This design comes from an exercise in tuning for small area on the open sky130 flow, not from production work. In this exercise RTL edits were held to simulation tests only and were not proved equivalent to the original. Power and IR drop assume default switching activity.

--- design/flow/design.v ---
module thr_cmp (
    input  wire        clk,
    input  wire        rst,
    input  wire        we,
    input  wire [31:0] cfg_word,
    input  wire [31:0] lvl_word,
    input  wire        p_valid,
    input  wire [6:0]  p_chan,
    input  wire [1:0]  p_preset,
    input  wire        p_ok,
    input  wire [23:0] p_value,
    input  wire        latch_clr,
    output reg         state,
    output reg         latch
);
    reg        enable;
    reg        dir;
    reg [1:0]  source;
    reg        inv_act;
    reg [3:0]  count;
    reg [6:0]  channel;
    reg [23:0] level;
    reg [7:0]  hyst;
    reg [3:0]  cnt;
    reg        inv_hold;     
    wire first_kind = we && ((cfg_word[0] != enable) || (cfg_word[1] != dir) ||
                             (cfg_word[3:2] != source) || (cfg_word[18:12] != channel));
    wire hit = enable && p_valid && (p_chan == channel) && (p_preset == source);
    wire signed [25:0] v     = {{2{p_value[23]}}, p_value};
    wire signed [25:0] lv    = {{2{level[23]}}, level};
    wire signed [25:0] hv    = {6'd0, hyst, 12'd0};
    wire signed [25:0] lo    = lv - hv;
    wire signed [25:0] hi    = lv + hv;
    wire assert_ok  = dir ? (v <= lv) : (v >= lv);
    wire release_ok = dir ? (v > hi)  : (v < lo);
    wire [4:0] cnt_inc = {1'b0, cnt} + 5'd1;
    wire reached = (cnt_inc >= ({1'b0, count} + 5'd1));
    reg        state_n, inv_hold_n;
    reg [3:0]  cnt_n;
    always @(*) begin
        state_n    = state;
        inv_hold_n = inv_hold;
        cnt_n      = cnt;
        if (hit) begin
            if (!p_ok) begin
                cnt_n = 4'd0;
                if (inv_act) begin
                    state_n    = 1'b1;
                    inv_hold_n = 1'b1;
                end
            end else if (!state) begin
                if (assert_ok) begin
                    if (reached) begin
                        state_n    = 1'b1;
                        inv_hold_n = 1'b0;
                        cnt_n      = 4'd0;
                    end else begin
                        cnt_n = cnt_inc[3:0];
                    end
                end else begin
                    cnt_n = 4'd0;
                end
            end else if (inv_hold) begin
                if (release_ok) begin
                    if (reached) begin
                        state_n    = 1'b0;
                        inv_hold_n = 1'b0;
                        cnt_n      = 4'd0;
                    end else begin
                        cnt_n = cnt_inc[3:0];
                    end
                end else begin
                    cnt_n = 4'd0;
                end
            end else begin
                if (release_ok) begin
                    state_n = 1'b0;
                    cnt_n   = 4'd0;
                end
            end
        end
    end
    always @(posedge clk) begin
        if (rst) begin
            enable <= 1'b0; dir <= 1'b0; source <= 2'd0; inv_act <= 1'b0;
            count <= 4'd0; channel <= 7'd0; level <= 24'd0; hyst <= 8'd0;
            state <= 1'b0; cnt <= 4'd0; inv_hold <= 1'b0;
            latch <= 1'b0;
        end else begin
            if (we) begin
                enable  <= cfg_word[0];
                dir     <= cfg_word[1];
                source  <= cfg_word[3:2];
                inv_act <= cfg_word[4];
                count   <= cfg_word[11:8];
                channel <= cfg_word[18:12];
                level   <= lvl_word[23:0];
                hyst    <= lvl_word[31:24];
            end
            if (first_kind) begin
                state    <= 1'b0;
                cnt      <= 4'd0;
                inv_hold <= 1'b0;
            end else if (!enable) begin
                state    <= 1'b0;
                cnt      <= 4'd0;
                inv_hold <= 1'b0;
            end else begin
                state    <= state_n;
                cnt      <= cnt_n;
                inv_hold <= inv_hold_n;
            end
            if (state_n && !state && !first_kind && enable)
                latch <= 1'b1;
            else if (latch_clr)
                latch <= 1'b0;
        end
    end
endmodule
module thr_bank #(
    parameter integer NTHR = 32
) (
    input  wire            clk,
    input  wire            rst,
    input  wire            s_valid,
    input  wire [6:0]      s_chan,
    input  wire [1:0]      s_preset,
    input  wire            s_ok,
    input  wire [23:0]     s_value,
    input  wire            cfg_we,
    input  wire [4:0]      cfg_idx,
    input  wire [31:0]     cfg_word,
    input  wire [31:0]     lvl_word,
    input  wire [NTHR-1:0] latch_clr,
    output wire [NTHR-1:0] thr_state,
    output wire [NTHR-1:0] thr_latch
);
    reg        p_valid;
    reg [6:0]  p_chan;
    reg [1:0]  p_preset;
    reg        p_ok;
    reg [23:0] p_value;
    always @(posedge clk) begin
        if (rst) begin
            p_valid  <= 1'b0;
            p_chan   <= 7'd0;
            p_preset <= 2'd0;
            p_ok     <= 1'b0;
            p_value  <= 24'd0;
        end else begin
            p_valid  <= s_valid;
            p_chan   <= s_chan;
            p_preset <= s_preset;
            p_ok     <= s_ok;
            p_value  <= s_value;
        end
    end
    genvar k;
    generate
        for (k = 0; k < NTHR; k = k + 1) begin : g_thr
            thr_cmp u_cmp (
                .clk      (clk),
                .rst      (rst),
                .we       (cfg_we && (cfg_idx == k)),
                .cfg_word (cfg_word),
                .lvl_word (lvl_word),
                .p_valid  (p_valid),
                .p_chan   (p_chan),
                .p_preset (p_preset),
                .p_ok     (p_ok),
                .p_value  (p_value),
                .latch_clr(latch_clr[k]),
                .state    (thr_state[k]),
                .latch    (thr_latch[k]));
        end
    endgenerate
endmodule
--- design/flow/run.sh ---
#!/bin/bash
# synth_recipe.tcl (not shown) runs the flow's synth.tcl, then flattens the netlist and writes it again
# the make line also repeats each setting of config.mk as NAME=value (left out here)
make -C /OpenROAD-flow-scripts/flow DESIGN_CONFIG=/design/flow/config.mk WORK_HOME=/design/flow/orfs CLKGATE_MAP_FILE= SYNTH_SCRIPT=/design/flow/synth_recipe.tcl finish
--- design/flow/config.mk ---
export PLATFORM = sky130hd
export DESIGN_NAME = thr_bank
export DESIGN_NICKNAME = thr_bank
export VERILOG_FILES = /design/flow/design.v
export SDC_FILE = /design/flow/constraint.sdc
export NUM_CORES = 4
export LEC_CHECK = 0
export CAP_MARGIN = 20
export CORE_MARGIN = 2
export CORE_UTILIZATION = 40
export SLEW_MARGIN = 20
--- design/flow/constraint.sdc ---
create_clock -name core_clock -period 8.0 [get_ports {clk}]
set_input_delay 1.6000 -clock core_clock [delete_from_list [all_inputs] [get_ports {clk}]]
set_output_delay 1.6000 -clock core_clock [all_outputs]
set_load 0.01 [all_outputs]
==> results by group <==
Run
  – Max Cap Viol: 0

Power
  – Net Sw Frac: 29.87%
  – Logic pwr share: 16.8%
  – Register share of total power: 38.4%
  – Psw: 0.007146 W
  – Power per cell area: 152.0 mW/mm2
  – Pint: 0.01678 W
  – Clock power frac: 44.8%
  – P_leak: 58.41 nW
  – VDD IR-drop max: 0.2060 mV

Synth
  – Synth warnings: 2
  – Syn Area/Cell: 7.576 um2
  – Sequential fraction of the synthesis area: 25.04%
  – Commonest cells in the netlist: nand2_1 (3,796), a21oi_1 (2,473), ha_1 (2,336), dfxtp_1 (1,795), inv_1 (1,537)
  – Area contributors post-synth: dfxtp_1 (25%), ha_1 (20%), nand2_1 (9.9%)
  – Number of enable flip-flop cells after synthesis: 0
  – Ys flop type: dfxtp_1
  – Ys async rst share: 0%
  – Syn Inst Count: 18,938
  – Cell Area, Synth: 0.1435 mm2
  – Most frequent cell after synthesis: nand2_1
  – Dominant cell type by area after synthesis: dfxtp_1
  – Number of distinct library cells after synthesis: 101
  – Post-synth top area share: 25.04%
  – Post-synthesis register bit count: 1,795
  – Syn nets: 21,477

Global route
  – Vias in the first global route: 121,499
  – Initial antenna violation count: 34
  – First-pass GRT wire length: 750.3 mm
  – GRT Residual Overflow: 0
  – Largest net degree at the start of global routing: 161
  – All-Layer GR Usage: 26.72%

Die
  – Die area: 0.3635 mm2
  – Die width: 602.9 um
  – IO Pins: 203
  – Die height: 602.9 um
  – Initial core utilization: 40.25%
  – Core Box Area: 0.3565 mm2
  – Row count: 219

Place
  – Cell Area, Placed: 0.1497 mm2
  – Detailed Place HPWL: 336.1 mm
  – RePlAce Congestion: 0.9183
  – I/O Buffers: 186

Layout
  – Design area: 0.1573 mm2
  – Fill cells: 35,822
  – # nets final: 21,123
  – Area delta synth->final: 9.663%
  – Area of the multi-input gates: 0.09811 mm2
  – Layout cells sized above 1: 4.589%
  – FF/Latch Area: 0.03606 mm2

Worst hold path
  – HP Class: flip-flop to flip-flop

Clocking
  – CTS tree: done
  – Worst-skew pair later-pin latency: 0.97 ns
  – CTS root buf: clkbuf_16
  – Cts repair resizes: 0
  – Cts bufs inserted: 220
  – Post-cts hold buffer count: 0
  – Clk buf depth: 4
  – H-tree depth: 4
  – Post-CTS Setup Bufs: 0
  – Clk sink count: 1,795
  – Clk slew on worst S/H paths: 0.06 ns

Timing
  – Tmin final: 5.435 ns
  – Max transition margin: 24.49%
  – Slew Limit Fails: 0
  – Final Skew: 0.08382 ns
  – Worst Max-Slew Pin Slew: 1.133 ns
  – Fin. Hold Viols: 0
  – Fmax: 184.0 MHz
  – TNS Setup: 0 ns
  – Final setup viols: 0
  – Fin crit share: 67.94%
  – RSZ-0062 raised after global routing: no

Drt
  – Vias per cell: 5.532
  – Iter 0 DRT Violations: 11,204
  – Final wirelength: 501.7 mm
  – Remaining antenna violation count: 0
  – TritonRoute pass-1 iters: 6
  – Vias: 130,127
  – Routed length per instance: 21.33 um
  – DRC violation count after routing: 0

Critical path
  – CP Capture Type: flip-flop
  – WP data required: 8.82 ns
  – CP peak stage delay: 0.95 ns
  – Crit path max fanout: 4
  – Worst path slowest cell: a2111oi_0
  – CP Launch Type: flip-flop
  – Crit path cell chain: ha_1 > inv_1 > fa_1 > o21ba_2 > o21ai_0 > a21oi_1 > o21bai_1 > a21oi_1 > nor2_1 > nor2_1 > xnor2_1 > ha_1 > nand2_1 > a2bb2oi_1 > a21oi_1 > a311o_1 > a2111oi_0 > nor2_1 > nor3b_1 > nand3b_1 > o21ai_0
  – Kind of critical path: flip-flop to flip-flop
  – Cell family contributing the most delay on the critical path: compound AO/OA/AOI/OAI gates
  – Arr. time, crit path: 6.26 ns
  – CP bufs+invs: 1

Outcome
  – Status: finished clean
## cell families after synthesis
kind of cell / Yosys count / share of synthesized area, %
fa+ha+maj: 2400 / 21.26
flops: 1795 / 25.04
xor+xnor: 1362 / 8.314
mux: 31 / 0.2328
buf+inv: 2519 / 6.813
simple gates: 6405 / 20.05
compound gates: 4426 / 18.28
## per-layer routing
metal / GRT usage (%) / up-vias / wire (um) / share of wire (%)
met5: 0 / - / 25 / 0.0050
met4: 11.64 / 4 / 25180 / 5.0
met3: 3.555 / 930 / 33370 / 6.7
met2: 44.77 / 3692 / 228300 / 45
met1: 34.17 / 61337 / 214900 / 43
li1: - / 64164 / - / -
## state kept, by name (all words and copies together), names as in the netlist, 64 cells and up
register and flops:
g_thr.u_cmp.hyst 256, g_thr.u_cmp.level 768, g_thr.u_cmp.source 64, g_thr.u_cmp.channel 224
g_thr.u_cmp.cnt 128, g_thr.u_cmp.count 128
## layout make-up
| type | count | share of cell area, % |
|---|---|---|
| Multi-Input combinational cell | 14624 | 62.35 |
| Clock inverter | 96 | 0.7904 |
| Antenna cell | 10 | 0.01590 |
| Clock buffer | 305 | 4.041 |
| Timing Repair Buffer | 405 | 2.431 |
| Inverter | 1538 | 3.674 |
| Sequential cell | 1795 | 22.92 |
| Tap cell | 4751 | 3.778 |
## final timing paths
kind | startpoint | endpoint | slack [ns] | cells after the start
hold / removal | g_thr[25].u_cmp.latch$_SDFFE_PP0P_ | g_thr[25].u_cmp.latch$_SDFFE_PP0P_ | 0.44 | 2
setup reg to reg | g_thr[30].u_cmp.hyst[0]$_SDFFE_PP0P_ | g_thr[30].u_cmp.cnt[1]$_SDFFE_PP0P_ | 2.56 | 21
hold reg to reg | g_thr[25].u_cmp.latch$_SDFFE_PP0P_ | g_thr[25].u_cmp.latch$_SDFFE_PP0P_ | 0.44 | 2
setup / recovery | g_thr[30].u_cmp.hyst[0]$_SDFFE_PP0P_ | g_thr[30].u_cmp.cnt[1]$_SDFFE_PP0P_ | 2.56 | 21
## tightest hold or removal path, stage by stage, from the launching register on
cell	delay [ns]
dfxtp_1	0.31
nand2_1	0.05
nand2_1	0.04
## per-stage QoR
step	hold WS (ns)	std cells	setup WS (ns)	total power [W]	utilization (%)
floorplan	0.4166	18938	1.628	0.01190	-
global placement	0.4382	23108	2.306	0.01327	41.96
detailed placement	0.4373	23111	2.278	0.01332	41.98
CTS	0.4498	23512	2.657	0.02406	44.11
global route	0.4631	23521	2.098	0.02482	44.14
finish	0.4430	23524	2.565	0.02392	44.14
## power groups by stage
| stage | Sequential, W | Clock, W | Combinational, W |
|---|---|---|---|
| after detailed placement | 0.00938 | 0 | 0.00394 |
| final | 0.00919 | 0.0107 | 0.00401 |
| after CTS | 0.00918 | 0.0109 | 0.00396 |
| after floorplan | 0.00934 | 0 | 0.00257 |
| after global placement | 0.00938 | 0 | 0.00389 |
| after global routing | 0.00919 | 0.0112 | 0.00440 |
## layout by cell type (no fill, tap or decap), drive strengths merged, types with 57 or more instances in the layout
cell	netlist	layout
ha	2336	2336
nand3	464	464
xor2	237	237
clkbuf	786	305
xnor2	1125	1125
a211oi	100	100
nor3	163	163
nor2	610	610
buf	195	268
o21a	120	120
o211ai	57	57
nand4	458	458
o21ai	574	574
inv	1538	1548
nor2b	163	163
nand2	3796	3796
clkdlybuf4s50	0	137
fa	64	64
a21o	301	301
o21bai	109	109
dfxtp	1795	1795
a31oi	82	82
o31ai	110	110
nor4	143	143
nand2b	172	172
a21oi	2474	2474
and3	102	102

-- what the ideal ports hide --
How much do the figures lean on ideal ports? The routed layout below was timed once more, with nothing changed but the port constraints. Step 1 (the two cells are an assumption about what drives the block):
set clk [get_ports {clk}]
set_driving_cell -lib_cell sky130_fd_sc_hd__clkbuf_16 $clk
set_driving_cell -lib_cell sky130_fd_sc_hd__buf_2 [delete_from_list [all_inputs] $clk]
Step 2 times the ports against the registers' clock, not the clock port: input delays grow and output delays shrink by t, the midpoint of the rising clock arrivals with the driver on. Three values: ideal, step 1, step 2; two values: the first two.
t, ns: 1.040
setup WS [ns]: 2.565 / 2.565 / 2.026
worst register clock-pin slew, ns: 0.07 / 0.07
worst slew at a driven data input, ns: 0.25
After both steps this run still meets setup and hold. For this run, drivers alone change the setup slack by 0.000 ns; drivers and shift together by -0.539 ns.
